This is an optimization exercise on Yosys and OpenROAD, whose aim is small area, a short achievable clock period and few clock cycles, not a production implementation. Function was checked by simulation only, so behaviour that the tests miss may differ from the original. Power and IR drop assume default switching activity.

==> flow/flow/run.sh <==
#!/bin/bash
set -euo pipefail
bash standard.sh SETUP_SLACK_MARGIN=6.5 > standard.log 2>&1
==> flow/standard.sh <==
#!/bin/bash
# synth_recipe.tcl (not shown) runs the flow's synth.tcl, then flattens the netlist and writes it again
# the make line also repeats each setting of config.mk as NAME=value (left out here)
make -C /OpenROAD-flow-scripts/flow DESIGN_CONFIG=/design/flow/config.mk WORK_HOME=/design/flow/orfs CLKGATE_MAP_FILE= SYNTH_SCRIPT=/design/flow/synth_recipe.tcl "${@:-finish}"
==> flow/config.mk <==
export PLATFORM = sky130hd
export DESIGN_NAME = fpdivsqrt
export DESIGN_NICKNAME = fpdivsqrt
export VERILOG_FILES = /design/flow/design.v
export SDC_FILE = /design/flow/constraint.sdc
export NUM_CORES = 4
export LEC_CHECK = 0
export ABC_AREA = 1
export CAP_MARGIN = 50
export CORE_MARGIN = 2
export CORE_UTILIZATION = 40
export SLEW_MARGIN = 70
export TNS_END_PERCENT = 100
==> flow/constraint.sdc <==
create_clock -name core_clock -period 10.0 [get_ports {clk}]
set_input_delay 2.0000 -clock core_clock [delete_from_list [all_inputs] [get_ports {clk}]]
set_output_delay 2.0000 -clock core_clock [all_outputs]
set_load 0.01 [all_outputs]
==> flow/design.v <==
module fpdivsqrt (
    input  wire        clk,
    input  wire        rst_n,
    input  wire        in_valid,
    output wire        in_ready,
    input  wire        in_op,
    input  wire [1:0]  in_rnd,
    input  wire        in_ftz,
    input  wire        in_canon,
    input  wire [31:0] in_a,
    input  wire [31:0] in_b,
    output reg         out_valid,
    output reg  [31:0] out_result,
    output reg  [5:0]  out_flags
);
    function rnd_inc;
        input [1:0] mode;
        input       s, lsb, g, st;
        begin
            case (mode)
                2'd0: rnd_inc = g && (st || lsb);
                2'd1: rnd_inc = 1'b0;
                2'd2: rnd_inc = !s && (g || st);
                default: rnd_inc = s && (g || st);
            endcase
        end
    endfunction
    reg        rdy;
    assign in_ready = rdy;
    always @(posedge clk) rdy <= rst_n;
    wire        i_v = in_valid && rdy;
    wire        i_op = in_op, i_ftz = in_ftz, i_canon = in_canon;
    wire [1:0]  i_rnd = in_rnd;
    wire [31:0] i_a = in_a, i_b = in_b;
    wire        is_sqrt = i_op;
    wire        sa = i_a[31], sb = i_b[31];
    wire [7:0]  ea_f = i_a[30:23], eb_f = i_b[30:23];
    wire [22:0] fa = i_a[22:0], fb = i_b[22:0];
    wire a_nan  = (ea_f == 8'hFF) && (fa != 0);
    wire b_nan  = !is_sqrt && (eb_f == 8'hFF) && (fb != 0);
    wire a_snan = a_nan && !fa[22];
    wire b_snan = b_nan && !fb[22];
    wire a_inf  = (ea_f == 8'hFF) && (fa == 0);
    wire b_inf  = (eb_f == 8'hFF) && (fb == 0);
    wire a_sub  = (ea_f == 8'h00) && (fa != 0);
    wire b_sub  = !is_sqrt && (eb_f == 8'h00) && (fb != 0);
    wire a_zero = (ea_f == 8'h00) && ((fa == 0) || i_ftz);
    wire b_zero = (eb_f == 8'h00) && ((fb == 0) || i_ftz);
    wire den_in = i_ftz && (a_sub || b_sub);
    wire [23:0] ma = (ea_f == 0) ? {1'b0, fa} : {1'b1, fa};
    wire [23:0] mb = (eb_f == 0) ? {1'b0, fb} : {1'b1, fb};
    wire [7:0]  ea_e = (ea_f == 0) ? 8'd1 : ea_f;
    wire [7:0]  eb_e = (eb_f == 0) ? 8'd1 : eb_f;
    reg [4:0] lza, lzb;
    integer i;
    always @(*) begin
        lza = 5'd0;
        lzb = 5'd0;
        for (i = 0; i < 24; i = i + 1) begin
            if (ma[i]) lza = 5'd23 - i[4:0];
            if (mb[i]) lzb = 5'd23 - i[4:0];
        end
    end
    wire       q_sign = is_sqrt ? sa : (sa ^ sb);
    reg        sp_sel, sp_inv, sp_dz, sp_sgn, sp_pb, sp_pz;
    reg [1:0]  sp_kind;
    always @(*) begin
        sp_sel  = 1'b1;
        sp_inv  = 1'b0;
        sp_dz   = 1'b0;
        sp_kind = 2'd0;
        sp_sgn  = q_sign;
        sp_pb   = 1'b0;
        sp_pz   = 1'b1;
        if (a_nan || b_nan) begin
            sp_kind = 2'd2;
            sp_sgn  = i_canon ? 1'b0 : (a_nan ? sa : sb);
            sp_pb   = !a_nan;
            sp_pz   = i_canon;
            sp_inv  = a_snan || b_snan;
        end else if (is_sqrt) begin
            if (a_zero)      sp_kind = 2'd0;
            else if (sa)     begin sp_kind = 2'd2; sp_sgn = 1'b0; sp_inv = 1'b1; end
            else if (a_inf)  sp_kind = 2'd1;
            else             sp_sel = 1'b0;
        end else begin
            if ((a_inf && b_inf) || (a_zero && b_zero)) begin
                sp_kind = 2'd2; sp_sgn = 1'b0; sp_inv = 1'b1;
            end else if (a_inf)         sp_kind = 2'd1;
            else if (b_inf || a_zero)   sp_kind = 2'd0;
            else if (b_zero) begin
                sp_kind = 2'd1; sp_dz = 1'b1;
            end else                    sp_sel = 1'b0;
        end
    end
    reg        c_v, c_op, c_ftz, c_sel, c_sgn, c_pb, c_pz, c_den, c_dz, c_inv;
    reg [1:0]  c_rnd, c_kind;
    reg [4:0]  c_lza, c_lzb;
    reg [7:0]  c_ea;
    reg [8:0]  c_ed;
    reg [23:0] c_ma, c_mb;
    always @(posedge clk) begin
        c_v    <= rst_n && i_v;
        c_op   <= i_op;
        c_rnd  <= i_rnd;
        c_ftz  <= i_ftz;
        c_sel  <= sp_sel;
        c_sgn  <= sp_sgn;
        c_pb   <= sp_pb;
        c_pz   <= sp_pz;
        c_kind <= sp_kind;
        c_den  <= den_in;
        c_dz   <= sp_dz;
        c_inv  <= sp_inv;
        c_lza  <= lza;
        c_lzb  <= lzb;
        c_ea   <= ea_e;
        c_ed   <= {1'b0, ea_e} - {1'b0, eb_e};
        c_ma   <= ma;
        c_mb   <= mb;
    end
    wire [23:0] na = c_ma << c_lza;
    wire [23:0] nb = c_mb << c_lzb;
    wire signed [10:0] xa = $signed({3'd0, c_ea}) - 11'sd127 - $signed({6'd0, c_lza});
    wire signed [10:0] xd = $signed({{2{c_ed[8]}}, c_ed})
                          - $signed({6'd0, c_lza}) + $signed({6'd0, c_lzb});
    wire signed [10:0] xq = c_op ? (xa >>> 1) : xd;
    wire [21:0] pay = c_pz ? 22'd0 : (c_pb ? c_mb[21:0] : c_ma[21:0]);
    reg        p_v, p_op, p_ftz, p_sel, p_sgn, p_odd;
    reg [1:0]  p_rnd;
    reg [9:0]  p_e;
    reg [22:0] p_na, p_d;
    always @(posedge clk) begin
        p_v   <= rst_n && c_v;
        p_op  <= c_op;
        p_rnd <= c_rnd;
        p_ftz <= c_ftz;
        p_sel <= c_sel;
        p_sgn <= c_sgn;
        p_odd <= xa[0];
        p_e   <= c_sel ? {5'd0, c_kind, c_den, c_dz, c_inv} : xq[9:0];
        p_na  <= na[22:0];
        p_d   <= c_sel ? {1'b0, pay} : nb[22:0];
    end
    wire [24:0] s_d1   = {1'b0, 1'b1, p_na} - {1'b0, 1'b1, p_d};    
    wire [24:0] s_d2   = {1'b1, p_na, 1'b0} - {1'b0, 1'b1, p_d};    
    wire        a_lt_b = s_d1[24];
    wire [23:0] s_diff = a_lt_b ? s_d2[23:0] : s_d1[23:0];
    wire [25:0] r_div  = {s_diff, 2'b00};
    wire [25:0] r_sqrt = p_odd ? {(p_na[22] ? 2'b10 : 2'b01), p_na[21:0], 2'b00}
                               : {2'b00, p_na, 1'b0};
    wire [9:0]  p_em1  = p_e - 10'd1;
    reg        s0_v, s0_sq, s0_ftz, s0_sel, s0_sgn;
    reg [1:0]  s0_rnd;
    reg [9:0]  s0_e;
    reg [25:0] s0_fr;
    reg [25:0] s0_r;
    always @(posedge clk) begin
        s0_v   <= rst_n && p_v;
        s0_sq  <= p_op && !p_sel;
        s0_rnd <= p_rnd;
        s0_ftz <= p_ftz;
        s0_sel <= p_sel;
        s0_sgn <= p_sgn;
        s0_e   <= (p_op || p_sel || !a_lt_b) ? p_e : p_em1;
        s0_fr  <= (p_op && !p_sel) ? {1'b1, 25'd0} : {1'b1, p_d, 2'b00};
        s0_r   <= p_op ? r_sqrt : r_div;
    end
    wire [25:0] f1 = s0_fr | {2'd0, s0_sq, 23'd0};
    wire [27:0] t1 = {1'b0, s0_r, 1'b0} - {2'b00, f1};
    wire        b1 = !t1[27];
    wire [25:0] r2 = b1 ? t1[25:0] : {s0_r[24:0], 1'b0};
    wire [25:0] fr2 = s0_fr | {1'd0, s0_sq & b1, 24'd0};
    reg        s1_v, s1_sq, s1_ftz, s1_sel, s1_sgn;
    reg [1:0]  s1_rnd;
    reg [9:0]  s1_e;
    reg [25:0] s1_fr;
    reg [25:0] s1_r;
    reg [0:0] s1_q;
    always @(posedge clk) begin
        s1_v   <= rst_n && s0_v;
        s1_sq <= s0_sq;
        s1_rnd <= s0_rnd;
        s1_ftz <= s0_ftz;
        s1_sel <= s0_sel;
        s1_sgn <= s0_sgn;
        s1_e <= s0_e;
        s1_fr <= fr2;
        s1_r <= r2;
        s1_q <= {b1};
    end
    wire [25:0] f2 = s1_fr | {3'd0, s1_sq, 22'd0};
    wire [27:0] t2 = {1'b0, s1_r, 1'b0} - {2'b00, f2};
    wire        b2 = !t2[27];
    wire [25:0] r3 = b2 ? t2[25:0] : {s1_r[24:0], 1'b0};
    wire [25:0] fr3 = s1_fr | {2'd0, s1_sq & b2, 23'd0};
    reg        s2_v, s2_sq, s2_ftz, s2_sel, s2_sgn;
    reg [1:0]  s2_rnd;
    reg [9:0]  s2_e;
    reg [25:0] s2_fr;
    reg [25:0] s2_r;
    reg [1:0] s2_q;
    always @(posedge clk) begin
        s2_v   <= rst_n && s1_v;
        s2_sq <= s1_sq;
        s2_rnd <= s1_rnd;
        s2_ftz <= s1_ftz;
        s2_sel <= s1_sel;
        s2_sgn <= s1_sgn;
        s2_e <= s1_e;
        s2_fr <= fr3;
        s2_r <= r3;
        s2_q <= {s1_q, b2};
    end
    wire [25:0] f3 = s2_fr | {4'd0, s2_sq, 21'd0};
    wire [27:0] t3 = {1'b0, s2_r, 1'b0} - {2'b00, f3};
    wire        b3 = !t3[27];
    wire [25:0] r4 = b3 ? t3[25:0] : {s2_r[24:0], 1'b0};
    wire [25:0] fr4 = s2_fr | {3'd0, s2_sq & b3, 22'd0};
    reg        s3_v, s3_sq, s3_ftz, s3_sel, s3_sgn;
    reg [1:0]  s3_rnd;
    reg [9:0]  s3_e;
    reg [25:0] s3_fr;
    reg [25:0] s3_r;
    reg [2:0] s3_q;
    always @(posedge clk) begin
        s3_v   <= rst_n && s2_v;
        s3_sq <= s2_sq;
        s3_rnd <= s2_rnd;
        s3_ftz <= s2_ftz;
        s3_sel <= s2_sel;
        s3_sgn <= s2_sgn;
        s3_e <= s2_e;
        s3_fr <= fr4;
        s3_r <= r4;
        s3_q <= {s2_q, b3};
    end
    wire [25:0] f4 = s3_fr | {5'd0, s3_sq, 20'd0};
    wire [27:0] t4 = {1'b0, s3_r, 1'b0} - {2'b00, f4};
    wire        b4 = !t4[27];
    wire [25:0] r5 = b4 ? t4[25:0] : {s3_r[24:0], 1'b0};
    wire [25:0] fr5 = s3_fr | {4'd0, s3_sq & b4, 21'd0};
    reg        s4_v, s4_sq, s4_ftz, s4_sel, s4_sgn;
    reg [1:0]  s4_rnd;
    reg [9:0]  s4_e;
    reg [25:0] s4_fr;
    reg [25:0] s4_r;
    reg [3:0] s4_q;
    always @(posedge clk) begin
        s4_v   <= rst_n && s3_v;
        s4_sq <= s3_sq;
        s4_rnd <= s3_rnd;
        s4_ftz <= s3_ftz;
        s4_sel <= s3_sel;
        s4_sgn <= s3_sgn;
        s4_e <= s3_e;
        s4_fr <= fr5;
        s4_r <= r5;
        s4_q <= {s3_q, b4};
    end
    wire [25:0] f5 = s4_fr | {6'd0, s4_sq, 19'd0};
    wire [27:0] t5 = {1'b0, s4_r, 1'b0} - {2'b00, f5};
    wire        b5 = !t5[27];
    wire [25:0] r6 = b5 ? t5[25:0] : {s4_r[24:0], 1'b0};
    wire [25:0] fr6 = s4_fr | {5'd0, s4_sq & b5, 20'd0};
    reg        s5_v, s5_sq, s5_ftz, s5_sel, s5_sgn;
    reg [1:0]  s5_rnd;
    reg [9:0]  s5_e;
    reg [25:0] s5_fr;
    reg [25:0] s5_r;
    reg [4:0] s5_q;
    always @(posedge clk) begin
        s5_v   <= rst_n && s4_v;
        s5_sq <= s4_sq;
        s5_rnd <= s4_rnd;
        s5_ftz <= s4_ftz;
        s5_sel <= s4_sel;
        s5_sgn <= s4_sgn;
        s5_e <= s4_e;
        s5_fr <= fr6;
        s5_r <= r6;
        s5_q <= {s4_q, b5};
    end
    wire [25:0] f6 = s5_fr | {7'd0, s5_sq, 18'd0};
    wire [27:0] t6 = {1'b0, s5_r, 1'b0} - {2'b00, f6};
    wire        b6 = !t6[27];
    wire [25:0] r7 = b6 ? t6[25:0] : {s5_r[24:0], 1'b0};
    wire [25:0] fr7 = s5_fr | {6'd0, s5_sq & b6, 19'd0};
    reg        s6_v, s6_sq, s6_ftz, s6_sel, s6_sgn;
    reg [1:0]  s6_rnd;
    reg [9:0]  s6_e;
    reg [25:0] s6_fr;
    reg [25:0] s6_r;
    reg [5:0] s6_q;
    always @(posedge clk) begin
        s6_v   <= rst_n && s5_v;
        s6_sq <= s5_sq;
        s6_rnd <= s5_rnd;
        s6_ftz <= s5_ftz;
        s6_sel <= s5_sel;
        s6_sgn <= s5_sgn;
        s6_e <= s5_e;
        s6_fr <= fr7;
        s6_r <= r7;
        s6_q <= {s5_q, b6};
    end
    wire [25:0] f7 = s6_fr | {8'd0, s6_sq, 17'd0};
    wire [27:0] t7 = {1'b0, s6_r, 1'b0} - {2'b00, f7};
    wire        b7 = !t7[27];
    wire [25:0] r8 = b7 ? t7[25:0] : {s6_r[24:0], 1'b0};
    wire [25:0] fr8 = s6_fr | {7'd0, s6_sq & b7, 18'd0};
    reg        s7_v, s7_sq, s7_ftz, s7_sel, s7_sgn;
    reg [1:0]  s7_rnd;
    reg [9:0]  s7_e;
    reg [25:0] s7_fr;
    reg [25:0] s7_r;
    reg [6:0] s7_q;
    always @(posedge clk) begin
        s7_v   <= rst_n && s6_v;
        s7_sq <= s6_sq;
        s7_rnd <= s6_rnd;
        s7_ftz <= s6_ftz;
        s7_sel <= s6_sel;
        s7_sgn <= s6_sgn;
        s7_e <= s6_e;
        s7_fr <= fr8;
        s7_r <= r8;
        s7_q <= {s6_q, b7};
    end
    wire [25:0] f8 = s7_fr | {9'd0, s7_sq, 16'd0};
    wire [27:0] t8 = {1'b0, s7_r, 1'b0} - {2'b00, f8};
    wire        b8 = !t8[27];
    wire [25:0] r9 = b8 ? t8[25:0] : {s7_r[24:0], 1'b0};
    wire [25:0] fr9 = s7_fr | {8'd0, s7_sq & b8, 17'd0};
    reg        s8_v, s8_sq, s8_ftz, s8_sel, s8_sgn;
    reg [1:0]  s8_rnd;
    reg [9:0]  s8_e;
    reg [25:0] s8_fr;
    reg [25:0] s8_r;
    reg [7:0] s8_q;
    always @(posedge clk) begin
        s8_v   <= rst_n && s7_v;
        s8_sq <= s7_sq;
        s8_rnd <= s7_rnd;
        s8_ftz <= s7_ftz;
        s8_sel <= s7_sel;
        s8_sgn <= s7_sgn;
        s8_e <= s7_e;
        s8_fr <= fr9;
        s8_r <= r9;
        s8_q <= {s7_q, b8};
    end
    wire [25:0] f9 = s8_fr | {10'd0, s8_sq, 15'd0};
    wire [27:0] t9 = {1'b0, s8_r, 1'b0} - {2'b00, f9};
    wire        b9 = !t9[27];
    wire [25:0] r10 = b9 ? t9[25:0] : {s8_r[24:0], 1'b0};
    wire [25:0] fr10 = s8_fr | {9'd0, s8_sq & b9, 16'd0};
    reg        s9_v, s9_sq, s9_ftz, s9_sel, s9_sgn;
    reg [1:0]  s9_rnd;
    reg [9:0]  s9_e;
    reg [25:0] s9_fr;
    reg [25:0] s9_r;
    reg [8:0] s9_q;
    always @(posedge clk) begin
        s9_v   <= rst_n && s8_v;
        s9_sq <= s8_sq;
        s9_rnd <= s8_rnd;
        s9_ftz <= s8_ftz;
        s9_sel <= s8_sel;
        s9_sgn <= s8_sgn;
        s9_e <= s8_e;
        s9_fr <= fr10;
        s9_r <= r10;
        s9_q <= {s8_q, b9};
    end
    wire [25:0] f10 = s9_fr | {11'd0, s9_sq, 14'd0};
    wire [27:0] t10 = {1'b0, s9_r, 1'b0} - {2'b00, f10};
    wire        b10 = !t10[27];
    wire [25:0] r11 = b10 ? t10[25:0] : {s9_r[24:0], 1'b0};
    wire [25:0] fr11 = s9_fr | {10'd0, s9_sq & b10, 15'd0};
    reg        s10_v, s10_sq, s10_ftz, s10_sel, s10_sgn;
    reg [1:0]  s10_rnd;
    reg [9:0]  s10_e;
    reg [25:0] s10_fr;
    reg [25:0] s10_r;
    reg [9:0] s10_q;
    always @(posedge clk) begin
        s10_v   <= rst_n && s9_v;
        s10_sq <= s9_sq;
        s10_rnd <= s9_rnd;
        s10_ftz <= s9_ftz;
        s10_sel <= s9_sel;
        s10_sgn <= s9_sgn;
        s10_e <= s9_e;
        s10_fr <= fr11;
        s10_r <= r11;
        s10_q <= {s9_q, b10};
    end
    wire [25:0] f11 = s10_fr | {12'd0, s10_sq, 13'd0};
    wire [27:0] t11 = {1'b0, s10_r, 1'b0} - {2'b00, f11};
    wire        b11 = !t11[27];
    wire [25:0] r12 = b11 ? t11[25:0] : {s10_r[24:0], 1'b0};
    wire [25:0] fr12 = s10_fr | {11'd0, s10_sq & b11, 14'd0};
    reg        s11_v, s11_sq, s11_ftz, s11_sel, s11_sgn;
    reg [1:0]  s11_rnd;
    reg [9:0]  s11_e;
    reg [25:0] s11_fr;
    reg [25:0] s11_r;
    reg [10:0] s11_q;
    always @(posedge clk) begin
        s11_v   <= rst_n && s10_v;
        s11_sq <= s10_sq;
        s11_rnd <= s10_rnd;
        s11_ftz <= s10_ftz;
        s11_sel <= s10_sel;
        s11_sgn <= s10_sgn;
        s11_e <= s10_e;
        s11_fr <= fr12;
        s11_r <= r12;
        s11_q <= {s10_q, b11};
    end
    wire [25:0] f12 = s11_fr | {13'd0, s11_sq, 12'd0};
    wire [27:0] t12 = {1'b0, s11_r, 1'b0} - {2'b00, f12};
    wire        b12 = !t12[27];
    wire [25:0] r13 = b12 ? t12[25:0] : {s11_r[24:0], 1'b0};
    wire [25:0] fr13 = s11_fr | {12'd0, s11_sq & b12, 13'd0};
    reg        s12_v, s12_sq, s12_ftz, s12_sel, s12_sgn;
    reg [1:0]  s12_rnd;
    reg [9:0]  s12_e;
    reg [25:0] s12_fr;
    reg [25:0] s12_r;
    reg [11:0] s12_q;
    always @(posedge clk) begin
        s12_v   <= rst_n && s11_v;
        s12_sq <= s11_sq;
        s12_rnd <= s11_rnd;
        s12_ftz <= s11_ftz;
        s12_sel <= s11_sel;
        s12_sgn <= s11_sgn;
        s12_e <= s11_e;
        s12_fr <= fr13;
        s12_r <= r13;
        s12_q <= {s11_q, b12};
    end
    wire [25:0] f13 = s12_fr | {14'd0, s12_sq, 11'd0};
    wire [27:0] t13 = {1'b0, s12_r, 1'b0} - {2'b00, f13};
    wire        b13 = !t13[27];
    wire [25:0] r14 = b13 ? t13[25:0] : {s12_r[24:0], 1'b0};
    wire [25:0] fr14 = s12_fr | {13'd0, s12_sq & b13, 12'd0};
    reg        s13_v, s13_sq, s13_ftz, s13_sel, s13_sgn;
    reg [1:0]  s13_rnd;
    reg [9:0]  s13_e;
    reg [25:0] s13_fr;
    reg [25:0] s13_r;
    reg [12:0] s13_q;
    always @(posedge clk) begin
        s13_v   <= rst_n && s12_v;
        s13_sq <= s12_sq;
        s13_rnd <= s12_rnd;
        s13_ftz <= s12_ftz;
        s13_sel <= s12_sel;
        s13_sgn <= s12_sgn;
        s13_e <= s12_e;
        s13_fr <= fr14;
        s13_r <= r14;
        s13_q <= {s12_q, b13};
    end
    wire [25:0] f14 = s13_fr | {15'd0, s13_sq, 10'd0};
    wire [27:0] t14 = {1'b0, s13_r, 1'b0} - {2'b00, f14};
    wire        b14 = !t14[27];
    wire [25:0] r15 = b14 ? t14[25:0] : {s13_r[24:0], 1'b0};
    wire [25:0] fr15 = s13_fr | {14'd0, s13_sq & b14, 11'd0};
    reg        s14_v, s14_sq, s14_ftz, s14_sel, s14_sgn;
    reg [1:0]  s14_rnd;
    reg [9:0]  s14_e;
    reg [25:0] s14_fr;
    reg [25:0] s14_r;
    reg [13:0] s14_q;
    always @(posedge clk) begin
        s14_v   <= rst_n && s13_v;
        s14_sq <= s13_sq;
        s14_rnd <= s13_rnd;
        s14_ftz <= s13_ftz;
        s14_sel <= s13_sel;
        s14_sgn <= s13_sgn;
        s14_e <= s13_e;
        s14_fr <= fr15;
        s14_r <= r15;
        s14_q <= {s13_q, b14};
    end
    wire [25:0] f15 = s14_fr | {16'd0, s14_sq, 9'd0};
    wire [27:0] t15 = {1'b0, s14_r, 1'b0} - {2'b00, f15};
    wire        b15 = !t15[27];
    wire [25:0] r16 = b15 ? t15[25:0] : {s14_r[24:0], 1'b0};
    wire [25:0] fr16 = s14_fr | {15'd0, s14_sq & b15, 10'd0};
    reg        s15_v, s15_sq, s15_ftz, s15_sel, s15_sgn;
    reg [1:0]  s15_rnd;
    reg [9:0]  s15_e;
    reg [25:0] s15_fr;
    reg [25:0] s15_r;
    reg [14:0] s15_q;
    always @(posedge clk) begin
        s15_v   <= rst_n && s14_v;
        s15_sq <= s14_sq;
        s15_rnd <= s14_rnd;
        s15_ftz <= s14_ftz;
        s15_sel <= s14_sel;
        s15_sgn <= s14_sgn;
        s15_e <= s14_e;
        s15_fr <= fr16;
        s15_r <= r16;
        s15_q <= {s14_q, b15};
    end
    wire [25:0] f16 = s15_fr | {17'd0, s15_sq, 8'd0};
    wire [27:0] t16 = {1'b0, s15_r, 1'b0} - {2'b00, f16};
    wire        b16 = !t16[27];
    wire [25:0] r17 = b16 ? t16[25:0] : {s15_r[24:0], 1'b0};
    wire [25:0] fr17 = s15_fr | {16'd0, s15_sq & b16, 9'd0};
    reg        s16_v, s16_sq, s16_ftz, s16_sel, s16_sgn;
    reg [1:0]  s16_rnd;
    reg [9:0]  s16_e;
    reg [25:0] s16_fr;
    reg [25:0] s16_r;
    reg [15:0] s16_q;
    always @(posedge clk) begin
        s16_v   <= rst_n && s15_v;
        s16_sq <= s15_sq;
        s16_rnd <= s15_rnd;
        s16_ftz <= s15_ftz;
        s16_sel <= s15_sel;
        s16_sgn <= s15_sgn;
        s16_e <= s15_e;
        s16_fr <= fr17;
        s16_r <= r17;
        s16_q <= {s15_q, b16};
    end
    wire [25:0] f17 = s16_fr | {18'd0, s16_sq, 7'd0};
    wire [27:0] t17 = {1'b0, s16_r, 1'b0} - {2'b00, f17};
    wire        b17 = !t17[27];
    wire [25:0] r18 = b17 ? t17[25:0] : {s16_r[24:0], 1'b0};
    wire [25:0] fr18 = s16_fr | {17'd0, s16_sq & b17, 8'd0};
    reg        s17_v, s17_sq, s17_ftz, s17_sel, s17_sgn;
    reg [1:0]  s17_rnd;
    reg [9:0]  s17_e;
    reg [25:0] s17_fr;
    reg [25:0] s17_r;
    reg [16:0] s17_q;
    always @(posedge clk) begin
        s17_v   <= rst_n && s16_v;
        s17_sq <= s16_sq;
        s17_rnd <= s16_rnd;
        s17_ftz <= s16_ftz;
        s17_sel <= s16_sel;
        s17_sgn <= s16_sgn;
        s17_e <= s16_e;
        s17_fr <= fr18;
        s17_r <= r18;
        s17_q <= {s16_q, b17};
    end
    wire [25:0] f18 = s17_fr | {19'd0, s17_sq, 6'd0};
    wire [27:0] t18 = {1'b0, s17_r, 1'b0} - {2'b00, f18};
    wire        b18 = !t18[27];
    wire [25:0] r19 = b18 ? t18[25:0] : {s17_r[24:0], 1'b0};
    wire [25:0] fr19 = s17_fr | {18'd0, s17_sq & b18, 7'd0};
    reg        s18_v, s18_sq, s18_ftz, s18_sel, s18_sgn;
    reg [1:0]  s18_rnd;
    reg [9:0]  s18_e;
    reg [25:0] s18_fr;
    reg [25:0] s18_r;
    reg [17:0] s18_q;
    always @(posedge clk) begin
        s18_v   <= rst_n && s17_v;
        s18_sq <= s17_sq;
        s18_rnd <= s17_rnd;
        s18_ftz <= s17_ftz;
        s18_sel <= s17_sel;
        s18_sgn <= s17_sgn;
        s18_e <= s17_e;
        s18_fr <= fr19;
        s18_r <= r19;
        s18_q <= {s17_q, b18};
    end
    wire [25:0] f19 = s18_fr | {20'd0, s18_sq, 5'd0};
    wire [27:0] t19 = {1'b0, s18_r, 1'b0} - {2'b00, f19};
    wire        b19 = !t19[27];
    wire [25:0] r20 = b19 ? t19[25:0] : {s18_r[24:0], 1'b0};
    wire [25:0] fr20 = s18_fr | {19'd0, s18_sq & b19, 6'd0};
    reg        s19_v, s19_sq, s19_ftz, s19_sel, s19_sgn;
    reg [1:0]  s19_rnd;
    reg [9:0]  s19_e;
    reg [25:0] s19_fr;
    reg [25:0] s19_r;
    reg [18:0] s19_q;
    always @(posedge clk) begin
        s19_v   <= rst_n && s18_v;
        s19_sq <= s18_sq;
        s19_rnd <= s18_rnd;
        s19_ftz <= s18_ftz;
        s19_sel <= s18_sel;
        s19_sgn <= s18_sgn;
        s19_e <= s18_e;
        s19_fr <= fr20;
        s19_r <= r20;
        s19_q <= {s18_q, b19};
    end
    wire [25:0] f20 = s19_fr | {21'd0, s19_sq, 4'd0};
    wire [27:0] t20 = {1'b0, s19_r, 1'b0} - {2'b00, f20};
    wire        b20 = !t20[27];
    wire [25:0] r21 = b20 ? t20[25:0] : {s19_r[24:0], 1'b0};
    wire [25:0] fr21 = s19_fr | {20'd0, s19_sq & b20, 5'd0};
    reg        s20_v, s20_sq, s20_ftz, s20_sel, s20_sgn;
    reg [1:0]  s20_rnd;
    reg [9:0]  s20_e;
    reg [25:0] s20_fr;
    reg [25:0] s20_r;
    reg [19:0] s20_q;
    always @(posedge clk) begin
        s20_v   <= rst_n && s19_v;
        s20_sq <= s19_sq;
        s20_rnd <= s19_rnd;
        s20_ftz <= s19_ftz;
        s20_sel <= s19_sel;
        s20_sgn <= s19_sgn;
        s20_e <= s19_e;
        s20_fr <= fr21;
        s20_r <= r21;
        s20_q <= {s19_q, b20};
    end
    wire [25:0] f21 = s20_fr | {22'd0, s20_sq, 3'd0};
    wire [27:0] t21 = {1'b0, s20_r, 1'b0} - {2'b00, f21};
    wire        b21 = !t21[27];
    wire [25:0] r22 = b21 ? t21[25:0] : {s20_r[24:0], 1'b0};
    wire [25:0] fr22 = s20_fr | {21'd0, s20_sq & b21, 4'd0};
    reg        s21_v, s21_sq, s21_ftz, s21_sel, s21_sgn;
    reg [1:0]  s21_rnd;
    reg [9:0]  s21_e;
    reg [25:0] s21_fr;
    reg [25:0] s21_r;
    reg [20:0] s21_q;
    always @(posedge clk) begin
        s21_v   <= rst_n && s20_v;
        s21_sq <= s20_sq;
        s21_rnd <= s20_rnd;
        s21_ftz <= s20_ftz;
        s21_sel <= s20_sel;
        s21_sgn <= s20_sgn;
        s21_e <= s20_e;
        s21_fr <= fr22;
        s21_r <= r22;
        s21_q <= {s20_q, b21};
    end
    wire [25:0] f22 = s21_fr | {23'd0, s21_sq, 2'd0};
    wire [27:0] t22 = {1'b0, s21_r, 1'b0} - {2'b00, f22};
    wire        b22 = !t22[27];
    wire [25:0] r23 = b22 ? t22[25:0] : {s21_r[24:0], 1'b0};
    wire [25:0] fr23 = s21_fr | {22'd0, s21_sq & b22, 3'd0};
    reg        s22_v, s22_sq, s22_ftz, s22_sel, s22_sgn;
    reg [1:0]  s22_rnd;
    reg [9:0]  s22_e;
    reg [25:0] s22_fr;
    reg [25:0] s22_r;
    reg [21:0] s22_q;
    always @(posedge clk) begin
        s22_v   <= rst_n && s21_v;
        s22_sq <= s21_sq;
        s22_rnd <= s21_rnd;
        s22_ftz <= s21_ftz;
        s22_sel <= s21_sel;
        s22_sgn <= s21_sgn;
        s22_e <= s21_e;
        s22_fr <= fr23;
        s22_r <= r23;
        s22_q <= {s21_q, b22};
    end
    wire [25:0] f23 = s22_fr | {24'd0, s22_sq, 1'd0};
    wire [27:0] t23 = {1'b0, s22_r, 1'b0} - {2'b00, f23};
    wire        b23 = !t23[27];
    wire [25:0] r24 = b23 ? t23[25:0] : {s22_r[24:0], 1'b0};
    wire [25:0] fr24 = s22_fr | {23'd0, s22_sq & b23, 2'd0};
    reg        s23_v, s23_sq, s23_ftz, s23_sel, s23_sgn;
    reg [1:0]  s23_rnd;
    reg [9:0]  s23_e;
    reg [25:0] s23_fr;
    reg [25:0] s23_r;
    reg [22:0] s23_q;
    always @(posedge clk) begin
        s23_v   <= rst_n && s22_v;
        s23_sq <= s22_sq;
        s23_rnd <= s22_rnd;
        s23_ftz <= s22_ftz;
        s23_sel <= s22_sel;
        s23_sgn <= s22_sgn;
        s23_e <= s22_e;
        s23_fr <= fr24;
        s23_r <= r24;
        s23_q <= {s22_q, b23};
    end
    wire [25:0] f24 = s23_fr | {25'd0, s23_sq};
    wire [27:0] t24 = {1'b0, s23_r, 1'b0} - {2'b00, f24};
    wire        b24 = !t24[27];
    wire [25:0] r25 = b24 ? t24[25:0] : {s23_r[24:0], 1'b0};
    wire [25:0] fr25 = s23_fr | {24'd0, s23_sq & b24, 1'd0};
    reg        s24_v, s24_sq, s24_ftz, s24_sel, s24_sgn;
    reg [1:0]  s24_rnd;
    reg [9:0]  s24_e;
    reg [25:0] s24_fr;
    reg [25:0] s24_r;
    reg [23:0] s24_q;
    always @(posedge clk) begin
        s24_v   <= rst_n && s23_v;
        s24_sq <= s23_sq;
        s24_rnd <= s23_rnd;
        s24_ftz <= s23_ftz;
        s24_sel <= s23_sel;
        s24_sgn <= s23_sgn;
        s24_e <= s23_e;
        s24_fr <= fr25;
        s24_r <= r25;
        s24_q <= {s23_q, b24};
    end
    wire        m_stk   = (s24_r != 26'd0);
    wire signed [12:0] e_unb = {{3{s24_e[9]}}, s24_e};
    wire        m_sub   = (e_unb < -13'sd126);
    wire signed [12:0] dsh_raw = -13'sd126 - e_unb;
    wire [4:0]  m_dsh   = (dsh_raw > 13'sd26) ? 5'd26 : dsh_raw[4:0];
    wire [12:0] e_bias  = e_unb + 13'sd127;
    reg        m_v, m_ftz, m_sel, m_sgn, m_stkr, m_subr, m_m127, m_ones;
    reg [1:0]  m_rnd;
    reg [4:0]  m_dshr;
    reg [8:0]  m_eb;
    reg [23:0] m_q;
    always @(posedge clk) begin
        m_v    <= rst_n && s24_v;
        m_ftz  <= s24_ftz;
        m_rnd  <= s24_rnd;
        m_sel  <= s24_sel;
        m_sgn  <= s24_sgn;
        m_stkr <= m_stk;
        m_subr <= m_sub;
        m_m127 <= (e_unb == -13'sd127);
        m_ones <= (s24_q[23:1] == 23'h7F_FFFF);
        m_dshr <= m_dsh;
        m_eb   <= s24_sel ? {6'd0, s24_e[2:0]} : e_bias[8:0];
        m_q    <= s24_sel ? {s24_e[4:3], s24_fr[23:2]} : s24_q;
    end
    wire [23:0] n_mant  = {1'b1, m_q[23:1]};
    wire        n_guard = m_q[0];
    wire        inc24   = rnd_inc(m_rnd, m_sgn, n_mant[0], n_guard, m_stkr);
    wire        carry24 = inc24 && m_ones;
    wire        tiny    = m_subr && !(m_m127 && carry24);
    wire [51:0] dext    = {n_mant, n_guard, m_stkr, 26'd0} >> m_dshr;
    wire [23:0] d_mant  = dext[51:28];
    wire        d_guard = dext[27];
    wire        d_stk   = |dext[26:0];
    reg        u_v, u_ftz, u_sel, u_sgn, u_tiny, u_sub, u_guard, u_stk, u_ovf0, u_ovf1, u_ones;
    reg [1:0]  u_rnd;
    reg [7:0]  u_eb;
    reg [23:0] u_mant;
    always @(posedge clk) begin
        u_v     <= rst_n && m_v;
        u_ftz   <= m_ftz;
        u_rnd   <= m_rnd;
        u_sel   <= m_sel;
        u_sgn   <= m_sgn;
        u_tiny  <= tiny;
        u_sub   <= m_subr;
        u_guard <= m_subr ? d_guard : n_guard;
        u_stk   <= m_subr ? d_stk   : m_stkr;
        u_mant  <= m_sel ? m_q : (m_subr ? d_mant : n_mant);
        u_eb    <= m_eb[7:0];
        u_ovf0  <= (m_eb >= 9'd255);
        u_ovf1  <= (m_eb >= 9'd254);
        u_ones  <= m_ones && !m_subr;    
    end
    wire         inexact = u_guard || u_stk;
    wire         inc     = rnd_inc(u_rnd, u_sgn, u_mant[0], u_guard, u_stk);
    wire [24:0]  m_inc   = {1'b0, u_mant} + 25'd1;
    wire [24:0]  r_mant  = inc ? m_inc : {1'b0, u_mant};
    wire         cy      = inc && u_ones;    
    wire [7:0]   eb_inc  = u_eb + 8'd1;
    wire [7:0]   e_b     = u_sub ? {7'd0, r_mant[23]} : (cy ? eb_inc : u_eb);
    wire [22:0]  frac    = cy ? 23'd0 : r_mant[22:0];
    wire         ovf     = !u_sub && (cy ? u_ovf1 : u_ovf0);
    wire         to_max  = (u_rnd == 2'd1) || (u_rnd == 2'd3 && !u_sgn) || (u_rnd == 2'd2 && u_sgn);
    reg [31:0] res;
    reg [5:0]  flg;    
    always @(*) begin
        flg = 6'd0;
        if (u_sel) begin
            case (u_mant[23:22])
                2'd0:    res = {u_sgn, 31'd0};
                2'd1:    res = {u_sgn, 8'hFF, 23'd0};
                default: res = {u_sgn, 8'hFF, 1'b1, u_mant[21:0]};
            endcase
            flg[5] = u_eb[2];
            flg[1] = u_eb[1];
            flg[0] = u_eb[0];
        end else if (u_ftz && u_tiny) begin
            res = {u_sgn, 31'd0};
            flg[4:3] = 2'b11;
            flg[5] = 1'b1;
        end else if (ovf) begin
            res = to_max ? {u_sgn, 8'hFE, 23'h7F_FFFF} : {u_sgn, 8'hFF, 23'd0};
            flg[4] = 1'b1;
            flg[2] = 1'b1;
        end else begin
            res = {u_sgn, e_b, frac};
            flg[4] = inexact;
            flg[3] = u_tiny && inexact;
        end
    end
    always @(posedge clk) begin
        out_valid  <= rst_n && u_v;
        out_result <= res;
        out_flags  <= flg;
    end
endmodule
==> summary.md, run 1 <==
| Metric | Value |
|---|---|
| Number of global-route vias before repair | `~66,000` |
| Status | `timing/DRC/antenna clean` |
| Chip width | `477 um` |
| CTS Root Cell | `clkbuf_16` |
| Yosys top cell area share | `48.9%` |
| Antenna Nets Post-Route | `0` |
| Post-synth EDFFs | `0` |
| Drt wl/cell | `15.9 um` |
| Seq pwr share | `34.1%` |
| Most frequent cell after synthesis | `dfxtp_1` |
| DR vias/cell | `between 4 and 5` |
| Fillers | `21,500` |
| Initial Utilization | `40.2%` |
| Clk latency of the worst-skew pair | `0.90 ns` |
| Hold Crit Class | `flop to flop` |
| Die Height | `477 um` |
| Largest net degree at the start of global routing | `54` |
| Initial antenna violation count | `7` |
| Synth Area in Compound Gates | `14.4%` |
| Initial DRT Pass Iterations | `10` |
| Drt total wl | `around 220,000 um` |
| Clock transition at the registers of the reported paths | `0.06 ns` |
| Clock buffer count from CTS | `~220` |
| Crit Path Category | `input port to flop` |
| Post-DP HPWL | `172,000 um` |
| Maximum VDD drop | `0.196 mV` |
| Area Overhead vs Synth | `13.7%` |
| Fmax | `292 MHz` |
| Post-synthesis adder-cell area fraction | `9.24%` |
| Worst Path Arrival | `4.20 ns` |
| Req. time, crit path | `10.77 ns` |
| Xor and xnor area share after synthesis | `roughly 5.1%` |
| Comb pwr share | `between 40 and 50%` |
| Worst Path Max Fanout | `3` |
| Worst Setup End Kind | `flop` |
| Ports | `112` |
| Main combinational cell family by area after synthesis | `simple AND/OR/NAND/NOR gates` |
| RD Place Congestion | `0.911` |
| Final-stage net count | `11,200` |
| Post-layout instance area | `0.102 mm^2` |
| Most Frequent Cell on Critical Path | `nand2_1` |
| Slew headroom | `67.7%` |
| RSZ-0062 raised after global routing | `yes` |
| Kind of start point of the critical path | `input port` |
| Max Cap Viol | `0` |
| Lkg Pwr | `45.0 nW` |
| Final clock skew | `0.0798 ns` |
| Crit share post-route | `between 30% and 40%` |
| Power per Cell Area | `383 mW/mm^2` |
| Dpl cell area | `0.0936 mm^2` |
| Net Count, Synth | `11,000` |
| Top FF cell, synth | `dfxtp_1` |
| Final Hold Fails | `0` |
| Gr usage total | `18.8%` |
| Post-route minimum period | `3.43 ns` |
| Final Core Density | `45.7%` |
| Internal | `23.3 mW` |
| Site Rows | `between 150 and 200` |
| Clock share of power | `about 22%` |
| Final slew viol count | `0` |
| Non-filler cells, final | `13,600` |
| Register area share after synthesis | `48.9%` |
| Cell taking the most area after synthesis | `dfxtp_1` |
| Vias | `~66,000` |
| Syn avg cell area | `8.66 um^2` |
| Die area | `0.227 mm^2` |
| H-Tree Depth | `4` |
| GRT overflow | `0` |
| Ranking of synthesized cells by area | `dfxtp_1 (49%), ha_1 (8.5%), nand2_1 (8.2%), inv_1 (5.1%), o21ai_0 (4.5%)` |
| Pin slew with the least headroom to its limit | `just under 0.5 ns` |
| Synthesis Warnings | `1` |
| Worst path cell trace | `clkdlybuf4s50_1 -> inv_1 -> nand4_1 -> nor2_4 -> inv_1 -> nand2_1 -> ha_2 -> fa_2 -> o21ai_2 -> a21oi_1 -> o21bai_1 -> nand2_1 -> nand2_1 -> a21oi_1` |
| Post-synthesis mux area share | `0.291%` |
| Initial DRC count | `a little under 4,000` |
| Crit-path slowest cell | `clkdlybuf4s50_1` |
| Synthesized area | `between 0.08 and 0.09 mm^2` |
| CTS tree | `done` |
| First-pass GRT wire length | `349,000 um` |
| Commonest cells post-synth | `dfxtp_1 (2,185), nand2_1 (1,957), inv_1 (1,208), o21ai_0 (811), a21oi_1 (753)` |
| Switching Fraction | `40.3%` |
| Net switching power | `15.7 mW` |
| Post-Syn Instances | `10,300` |
| Simple-Gate Fraction of Synth Area | `around 15%` |
| Clock sink count | `2,185` |
| # DRC | `0` |
| IO Port Bufs | `111` |
| Number of synthesized register bits | `around 2,200` |
| Core area | `~0.22 mm^2` |
| Post-synth cell types | `78` |
| Final setup violation count | `0` |
| Post-synth ARST share | `0%` |
| Clk buf depth | `3` |
| TNS Setup | `0 ns` |
| Share of layout cells above drive strength 1 | `8.60%` |
| Delay of the slowest critical-path stage | `approximately 0.50 ns` |
| Dpl cells | `13,200` |
==> critical path: cells and delay by family <==
family	cells	cell delay (ns)
buffers and inverters	3	0.70
AOI/OAI and AO/OA	4	0.51
adders and majority gates	2	0.56
and+or+nand+nor	5	0.44
==> layout by cell type, fill, tap and decap left out, types with 41 or more instances in the layout <==
cell type        instances
o21ai_0                782
o21ai_2                 90
nand4_1                 68
nand3_1                265
clkbuf_16              223
o21ai_1                177
dfxtp_1               2174
a21o_1                  47
xnor2_1                290
a21oi_2                 42
inv_1                 1191
nand2_1               1950
xor2_1                 231
nand2_2                 99
nor2_1                 568
a21oi_1                745
nor3_1                  74
clkdlybuf4s50_1         57
ha_1                   608
a31oi_1                 65
clkinv_2                41
o211ai_1                52
==> kinds of logic (layout without fill, tap and decap cells) <==
group / after synthesis / count (layout)
multiplexers: 26 / 26
adder cells (fa/ha/maj): 641 / 641
other: 0 / 2
flip-flops: 2185 / 2185
AND/OR/NAND/NOR: 3239 / 3239
buffers and inverters: 1461 / 1809
AO/OA/AOI/OAI: 2246 / 2246
XOR/XNOR: 521 / 521
==> what timing repair did <==
action,4_1_cts,5_1_grt
hold buffers,0,0
resized for setup,103,30
endpoints found under the setup margin,41,20
pin swaps,0,6
setup buffers,0,1
==> routing by layer <==
| metal | global-route usage, % | share of wire, % |
|---|---|---|
| met1 | 23.9 | 45 |
| met2 | 32.8 | 48 |
| met3 | 2.55 | 3.8 |
| met4 | 6.28 | 3.1 |
| met5 | 0 | 0 |
==> layout make-up <==
cell class	instances	area [um^2]	area share (%)
sequential	2185	43800	43.1
multi-input combinational	6673	40100	39.4
clock buffer	291	6220	6.11
inverter	1249	4800	4.72
tap	2975	3720	3.66
clock inverter	120	1700	1.68
timing repair buffer	149	1380	1.36
antenna	2	5.00	0.00492
==> power groups by stage <==
| stage | combinational, mW | sequential, mW | clock (mW) |
|---|---|---|---|
| 6_report | 17.0 | 13.3 | 8.65 |
| 5_1_grt | 19.3 | 13.6 | 9.30 |
| 4_1_cts | 17.0 | 13.3 | 8.93 |
| 3_5_place_dp | 16.9 | 13.5 | 0 |
| 3_3_place_gp | 16.6 | 13.5 | 0 |
| 2_1_floorplan | 13.5 | 12.7 | 0 |
==> sequential cells by signal, summed over array words and instances (netlist names), 25 cells and up <==
signal      cells
s0_r           25
out_result     32
s24_r          25
s23_r          25
==> worst paths after layout <==
path,from,endpoint,slack [ns],depth (start not counted)
worst max-delay path,in_b[30],c_ed[8]$_DFF_P_,6.57,14
worst min-delay path,s19_q[9]$_DFF_P_,s20_q[10]$_DFF_P_,0.28,0
worst max register to register,c_lzb[3]$_SDFF_PP0_,p_e[8]$_SDFF_PP0_,6.78,19
worst min register to register,s19_q[9]$_DFF_P_,s20_q[10]$_DFF_P_,0.28,0
==> per-stage QoR <==
step | hold WS [ns] | worst slack (ns) | total power [mW]
after floorplan | 0.310 | 6.32 | 26.2
after global placement | 0.310 | 5.56 | 30.1
after detailed placement | 0.312 | 5.50 | 30.5
after CTS | 0.277 | 6.48 | 39.3
after global routing | 0.289 | 6.47 | 42.2
final | 0.281 | 6.57 | 39.0
Testbench counts, summed over its fixed seeds: cycles 5,032.
==> inputs of run 2 (changes only) <==
--- a/flow/config.mk
+++ b/flow/config.mk
@@ -5,7 +5,6 @@
 export SDC_FILE = /design/flow/constraint.sdc
 export NUM_CORES = 4
 export LEC_CHECK = 0
-export ABC_AREA = 1
 export CAP_MARGIN = 50
 export CORE_MARGIN = 2
 export CORE_UTILIZATION = 40
==> summary.md, run 2 <==
| Metric | Value |
|---|---|
| Area Overhead vs Synth | `16.2%` |
| Comb pwr share | `between 40% and 50%` |
| Synthesis Warnings | `1` |
| Dpl cells | `about 12,000` |
| Register area | `0.0438 mm^2` |
| Fmax | `290 MHz` |
| Maximum VDD drop | `about 0.24 mV` |
| Ranking of synthesized cells by area | `dfxtp_1 (50%), ha_1 (8.7%), a21oi_1 (3.7%), mux2_2 (3.5%), inv_1 (3.2%)` |
| Fillers | `just over 20,000` |
| Drt total wl | `187,000 um` |
| Crit Path Category | `flop to flop` |
| IO Port Bufs | `111` |
| Initial antenna violation count | `5` |
| Antenna Nets Post-Route | `0` |
| Final Core Density | `46.7%` |
| Largest net degree at the start of global routing | `55` |
| Seq pwr share | `approximately a third` |
| Worst Path Max Fanout | `45` |
| Site Rows | `172` |
| Status | `timing/DRC/antenna clean` |
| Clock buffer count from CTS | `221` |
| RSZ-0062 raised after global routing | `yes` |
| Dpl cell area | `about 0.093 mm^2` |
| Net switching power | `14.9 mW` |
| Clock sink count | `2,185` |
| # DRC | `0` |
| Die area | `0.224 mm^2` |
| Initial DRT Pass Iterations | `6` |
| Top FF cell, synth | `dfxtp_1` |
| CTS Root Cell | `clkbuf_16` |
| DR vias/cell | `between 5 and 6` |
| Kind of start point of the critical path | `flop` |
| Clock share of power | `21.6%` |
| Most frequent cells in the layout | `dfxtp_1 (2,157), inv_1 (751), nand2_1 (624)` |
| CTS tree | `done` |
| Post-synth cell types | `between 90 and 100` |
| Chip width | `473 um` |
| Commonest non-fill, non-tap cell in the layout | `dfxtp_1` |
| Drt wl/cell | `15.3 um` |
| Final setup violation count | `0` |
| Worst slack at placement | `around 5.4 ns` |
| Cell taking the most area after synthesis | `dfxtp_1` |
| Core area | `roughly 0.22 mm^2` |
| Clk buf depth | `3` |
| Initial Utilization | `40.1%` |
| Share of layout cells above drive strength 1 | `11.4%` |
| Hold Crit Class | `flop to flop` |
| Crit share post-route | `approximately 35%` |
| Most frequent cell after synthesis | `dfxtp_1` |
| Top reg by flops | `out_result` |
| Pin slew with the least headroom to its limit | `0.463 ns` |
| Initial DRC count | `about 3,300` |
| Yosys top cell area share | `49.7%` |
| Slew headroom | `68.3%` |
| Multi-input gate area | `0.0417 mm^2` |
| Worst Path Arrival | `4.21 ns` |
| Worst Setup End Kind | `flop` |
| Vias | `61,800` |
| Post-route minimum period | `3.45 ns` |
| First-pass GRT wire length | `306,000 um` |
| GRT overflow | `0` |
| Total Power | `40.3 mW` |
| Non-filler cells, final | `12,200` |
| Max Cap Viol | `0` |
| Commonest cells post-synth | `dfxtp_1 (2,185), inv_1 (759), a21oi_1 (645), nand2_1 (632), ha_1 (609)` |
| Final slew viol count | `0` |
| WHS | `0.267 ns` |
| Gr usage total | `about 16%` |
| Power per Cell Area | `between 300 and 400 mW/mm^2` |
| Net Count, Synth | `just under 10,000` |
| H-Tree Depth | `4` |
| Post-synth ARST share | `0%` |
| Post-Syn Instances | `8,908` |
| Number of synthesized register bits | `2,185` |
| Clock transition at the registers of the reported paths | `0.06 ns` |
| TNS Setup | `0 ns` |
| Max reg flops | `32` |
| Register area share after synthesis | `49.7%` |
| Post-layout instance area | `0.102 mm^2` |
| Switching Fraction | `37.0%` |
| Synthesized area | `slightly below 0.09 mm^2` |
| Req. time, crit path | `around 11 ns` |
| Ports | `112` |
| Final Worst Setup Slack | `approximately 6.5 ns` |
| Clk latency of the worst-skew pair | `about 0.88 ns` |
| Syn avg cell area | `just under 10 um^2` |
| Final Hold Fails | `0` |
| Post-synth EDFFs | `0` |
| Final clock skew | `0.0719 ns` |
| Post-DP HPWL | `141,000 um` |
| Final-stage net count | `a little under 10,000` |
| Number of global-route vias before repair | `61,700` |
| RD Place Congestion | `0.868` |
| Lkg Pwr | `43.4 nW` |
| Internal | `25.4 mW` |
| Die Height | `around 470 um` |
-- run 2: cell count changes in the layout (fill, tap and decap cells not counted), moves of 149 or more --
cell	delta
o21ai_1	-149
inv_1	-440
mux2_2	+275
o21ai_0	-252
nand2_1	-1326
a21o_1	+171
-- run 2: path summary, 6_finish.rpt --
path,from,endpoint,slack (ns),depth (start not counted)
min reg2reg,s1_e[0]$_DFF_P_,s2_e[0]$_DFF_P_,0.27,0
max,s15_sq$_DFF_P_,s16_r[10]$_DFF_P_,6.55,12
max reg2reg,s15_sq$_DFF_P_,s16_r[10]$_DFF_P_,6.55,12
min,s1_e[0]$_DFF_P_,s2_e[0]$_DFF_P_,0.27,0
-- run 2: area by class of cell --
type | instances | share of cell area, %
antenna | 3 | 0.00735
multi-input combinational | 5768 | 40.8
clock buffer | 308 | 6.23
clock inverter | 103 | 1.60
timing repair buffer | 216 | 2.18
inverter | 765 | 2.83
sequential | 2185 | 42.8
tap | 2871 | 3.51
-- run 2: what timing repair did --
action / CTS / global route
gates cloned: 0 / 3
hold buffers: 0 / 0
endpoints found under the setup margin: 194 / 189
pin swaps: 16 / 35
gates resized for setup: 174 / 120
buffers inserted: 12 / 32
-- run 2: cells by family (layout without fill, tap and decap cells) --
group                    count (synthesis)  after routing  share of synthesized area (%)
AO/OA/AOI/OAI                         2134           2134                           15.2
XOR/XNOR                               508            508                           5.06
adder cells (fa/ha/maj)                641            641                           9.39
buffers and inverters                  955           1392                           4.17
flip-flops                            2185           2185                           49.7
multiplexers                           448            448                           5.64
other                                    0              3                              0
AND/OR/NAND/NOR                       2037           2037                           10.8
-- run 2: power groups by stage --
stage               sequential (mW)  combinational [mW]  clock (mW)
floorplan                      12.8                13.8           0
global placement               13.6                16.6           0
detailed placement             13.6                17.3           0
CTS                            13.4                17.6        8.99
global route                   13.7                20.3        9.35
finish                         13.4                18.2        8.72
-- run 2: worst max-delay path, cell delays in order (launching register included) --
cell and delay (ns):
dfxtp_1 0.37, nor2_1 0.07, ha_1 0.31, o21a_1 0.22, o21ai_2 0.22, nor2_1 0.15, o31ai_4 0.34, o311ai_2 0.17
a221o_1 0.44, a31oi_2 0.25, a211o_1 0.21, buf_12 0.21, mux2_2 0.35
-- run 2: layer usage --
| metal | global-route usage (%) | vias up | part of all wire, % |
|---|---|---|---|
| met4 | 6.33 | 2 | 3.4 |
| met1 | 19.9 | 29100 | 44 |
| met2 | 29.0 | 1077 | 49 |
| li1 | - | 31200 | - |
| met3 | 2.55 | 396 | 3.5 |
| met5 | 0 | - | 0.0069 |

port drivers added, routing unchanged:
No port has a modelled driver above. Below, the same layouts with a new extraction and two added sets of constraints. Step 1: set_driving_cell puts a clkbuf_16 on clk and a buf_2 on each other input, an assumption about the parent block. Step 2 also shifts input and output timing later by t, the mid clock arrival at the registers, as if the neighbouring blocks saw the same clock. Slacks: no drivers / after step 1 / after step 2; pairs: no drivers / after step 1.
run	shift t [ns]	slack for setup (ns)	hold WS [ns]
run 1	0.942	6.571 / 6.517 / 5.678	0.281 / 0.281 / 0.281
run 2	0.927	6.547 / 6.517 / 5.695	0.267 / 0.267 / 0.267
After both steps every run listed still meets setup and hold. The setup slack of run 1, which loses most, moves by -0.054 ns with the drivers and by -0.893 ns with both steps.
